Source: an optimization exercise on an open RTL-to-GDS flow (aim: small area and a short achievable clock period). Production flows keep margins and buffers that such runs may drop. In this exercise RTL edits were held to simulation tests only and were not proved equivalent to the original. Power is estimated from default activity; no workload was simulated.

==> flow/design.v (excerpt) <==
module fp_narrow (
    input  wire        clk,
    input  wire        rst,           
    input  wire        in_valid,
    input  wire [31:0] in_x,          
    input  wire [3:0]  in_fmt,        
    input  wire [2:0]  in_rmode,      
    input  wire        in_sat,        
    input  wire [15:0] in_r,          
    output reg         out_valid,
    output reg  [15:0] out_y,         
    output reg         out_ovf,       
    output reg         out_nan,       
    output reg         out_err        
);
    wire a_bf  = in_fmt == 4'h1;
    wire a_h   = in_fmt == 4'h2;
    wire a_e43 = in_fmt == 4'h3;
    wire a_e52 = in_fmt == 4'h4;
    wire a_e32 = in_fmt == 4'h7;
    wire a_e23 = in_fmt == 4'h8;
    wire a_e21 = in_fmt == 4'h9;
    wire a_int = in_fmt == 4'hA;
    wire a_fok = a_bf | a_h | a_e43 | a_e52 | a_e32 | a_e23 | a_e21 | a_int;
    wire a_finf = a_bf | a_h | a_e52;             
    wire a_rne = in_rmode == 3'd0;
    wire a_rup = in_rmode == 3'd2;
    wire a_rdn = in_rmode == 3'd3;
    wire a_sr  = in_rmode == 3'd4;
    wire a_err = ~a_fok | (in_rmode > 3'd4);
    wire        a_s    = in_x[31];
    wire [7:0]  ex     = in_x[30:23];
    wire [22:0] fr     = in_x[22:0];
    wire        ex_z   = ex == 8'h00;
    wire        ex_o   = ex == 8'hFF;
    wire        fr_z   = fr == 23'd0;
    wire [7:0]  eeff   = {ex[7:1], ex[0] | ex_z};
    reg [4:0] kq;         
    reg [4:0] rmin;
    reg       normal, allout;
    always @* begin
        kq = 5'd5; rmin = 5'd3; normal = 1'b1; allout = 1'b0;
  ...
For scale: roughly 84 flip-flops, ~79 I/O pins, roughly 6100 µm² of cells after synthesis.
clock: 14.0 ns
lec_check: 0
abc_area: 1
cap_margin: 20
core_margin: 2
core_utilization: 40
cts_buf_list: sky130_fd_sc_hd__clkbuf_8
slew_margin: 20
standard.sh (not shown) runs the stock make flow with config.mk's settings and CLKGATE_MAP_FILE= SYNTH_SCRIPT=/design/flow/synth_recipe.tcl, a recipe that flattens the netlist after the stock synthesis.
==> flow/flow/run.sh <==
#!/bin/bash
# The standard layout, with plain buf_1 cells (not delay buffers) on the ports,
# and timing repair asked for 10.3 ns of setup margin (the clock and the
# constraints are the design's).
set -euo pipefail
export BUFFER_PORTS_ARGS="-buffer_cell sky130_fd_sc_hd__buf_1"
export SETUP_SLACK_MARGIN=10.3
bash standard.sh > make_finish.log 2>&1
Edit:
--- a/flow/design.v
+++ b/flow/design.v
@@ -56,66 +56,68 @@
     assign sc[2] = sg[1] | (sp[1] & sg[0]);
     assign sc[3] = sg[2] | (sp[2] & sg[1]) | (sp[2] & sp[1] & sg[0]);
     assign sc[4] = sg[3] | (sp[3] & sg[2]) | (sp[3] & sp[2] & sg[1]) | (sp[3] & sp[2] & sp[1] & sg[0]);
     wire [1:0] a_slo = sp[1:0] ^ sc[1:0];
     wire       a_c2  = sc[2];
     wire a_dir    = (a_rup & ~a_s) | (a_rdn & a_s);
     reg        v_q;
     reg        s_q, err_q, sat_q;
     reg        rne_q, sr_q, dir_q, normal_q, allout_q;
     reg [3:0]  fmt_q;
     reg [1:0]  slo_q;
     reg        c2_q;
+    reg [2:0]  khi_q, nhi_q;
     reg [7:0]  ex_q;
     reg [23:0] m_q;
     reg [15:0] r_q;
     always @(posedge clk) begin
         if (rst) v_q <= 1'b0;
         else     v_q <= in_valid;
         s_q       <= a_s;
         err_q     <= a_err;
         sat_q     <= in_sat;
         rne_q     <= a_rne;
         sr_q      <= a_sr;
         dir_q     <= a_dir;
         normal_q  <= normal;
         allout_q  <= allout;
         fmt_q     <= in_fmt;
         slo_q     <= a_slo;
         c2_q      <= a_c2;
+        khi_q     <= kq[4:2];
+        nhi_q     <= ne[4:2];
         ex_q      <= ex;
         m_q       <= {~ex_z, fr};
         r_q       <= in_r;
     end
     wire f_bf  = fmt_q == 4'h1;
     wire f_h   = fmt_q == 4'h2;
     wire f_e43 = fmt_q == 4'h3;
     wire f_e52 = fmt_q == 4'h4;
     wire f_e32 = fmt_q == 4'h7;
     wire f_e23 = fmt_q == 4'h8;
     wire f_e21 = fmt_q == 4'h9;
     wire f_int = fmt_q == 4'hA;
     reg [4:0] rmin_q;
-    reg [2:0] khi_q;       
-    always @* begin
-        rmin_q = 5'd3; khi_q = 3'd1;
-        if (f_h)   begin rmin_q = 5'd0; khi_q = 3'd4; end
-        if (f_e43) begin rmin_q = 5'd7; khi_q = 3'd0; end
-        if (f_e52) begin rmin_q = 5'd8; khi_q = 3'd6; end
-        if (f_e32) begin rmin_q = 5'd8; khi_q = 3'd1; end
-        if (f_e23) begin rmin_q = 5'd7; khi_q = 3'd1; end
-        if (f_e21) begin rmin_q = 5'd9; khi_q = 3'd2; end
-        if (f_int) begin rmin_q = 5'd4; khi_q = 3'd1; end
-    end
-    wire [2:0] shi   = khi_q + ~ex_q[4:2] + {2'd0, c2_q};
+    always @* begin
+        rmin_q = 5'd3;
+        if (f_h)   rmin_q = 5'd0;
+        if (f_e43) rmin_q = 5'd7;
+        if (f_e52) rmin_q = 5'd8;
+        if (f_e32) rmin_q = 5'd8;
+        if (f_e23) rmin_q = 5'd7;
+        if (f_e21) rmin_q = 5'd9;
+        if (f_int) rmin_q = 5'd4;
+    end
+    wire [2:0] shi   = khi_q + nhi_q + {2'd0, c2_q};
     wire [4:0] sum_q = {shi, slo_q};
     wire [4:0] rsh_q = normal_q ? rmin_q : allout_q ? 5'd31 : sum_q;
     reg [14:0] ehi;
     always @* begin
         ehi = 15'd0;
         if (f_bf)  ehi = {ex_q, 7'd0};
         if (f_h)   ehi = {~ex_q[4], ex_q[3:0], 10'd0};
         if (f_e43) ehi = {8'd0, ~ex_q[3], ex_q[2:0], 3'd0};
         if (f_e52) ehi = {8'd0, ~ex_q[4], ex_q[3:0], 2'd0};
         if (f_e32) ehi = {10'd0, ~ex_q[2], ex_q[1:0], 2'd0};
         if (f_e23) ehi = {10'd0, ~ex_q[1], ex_q[0], 3'd0};
         if (f_e21) ehi = {12'd0, ~ex_q[1], ex_q[0], 1'd0};
What happened: The new run completed with no timing, DRC or antenna violations; clock-buffer cell count fell by 1; global-route usage went down by 0.54 points; die area went up by about 2.6%; combinational power rises by 10%; setup slack gains 0.14 ns; wire length hardly moves; power came out higher by 7.4%; core utilization grows by 1.7 points; maximum frequency goes up by 3.5%; final cell count goes up by 2.1%; final area came out higher by 4.5%; first-iteration DRC count falls by about 4%.

afterwards: timing with drivers on the ports:
Ports are ideal in the flow. The routed layouts listed here were re-timed in OpenROAD.
Step 1 sets driving cells, clkbuf_16 on the clock port and buf_2 on the other inputs (assumed; they add their load-dependent delay and slew).
Step 2 adds t to the input delays and takes it off the output delays; t is the mean of the earliest and latest rising clock arrival at the registers after step 1. Input paths then give back, and output paths get back, about the clock's delay inside the block.
Slacks: ideal ports / drivers / drivers and shift; pairs: ideal ports / drivers.
| run | t, ns | setup slack, ns | hold slack, ns | worst setup path at the end | cell pins on the clock port's net |
|---|---|---|---|---|---|
| the first run | 0.417 | 9.979 / 9.979 / 9.729 | 0.402 / 0.402 / 0.402 | input to register | 1 |
| the second run | 0.417 | 10.117 / 10.112 / 9.695 | 0.413 / 0.413 / 0.413 | input to register | 1 |
After both steps setup and hold are still met in every run listed. The setup slack of the second run, which loses most, moves by -0.005 ns with the drivers and by -0.422 ns with both steps.
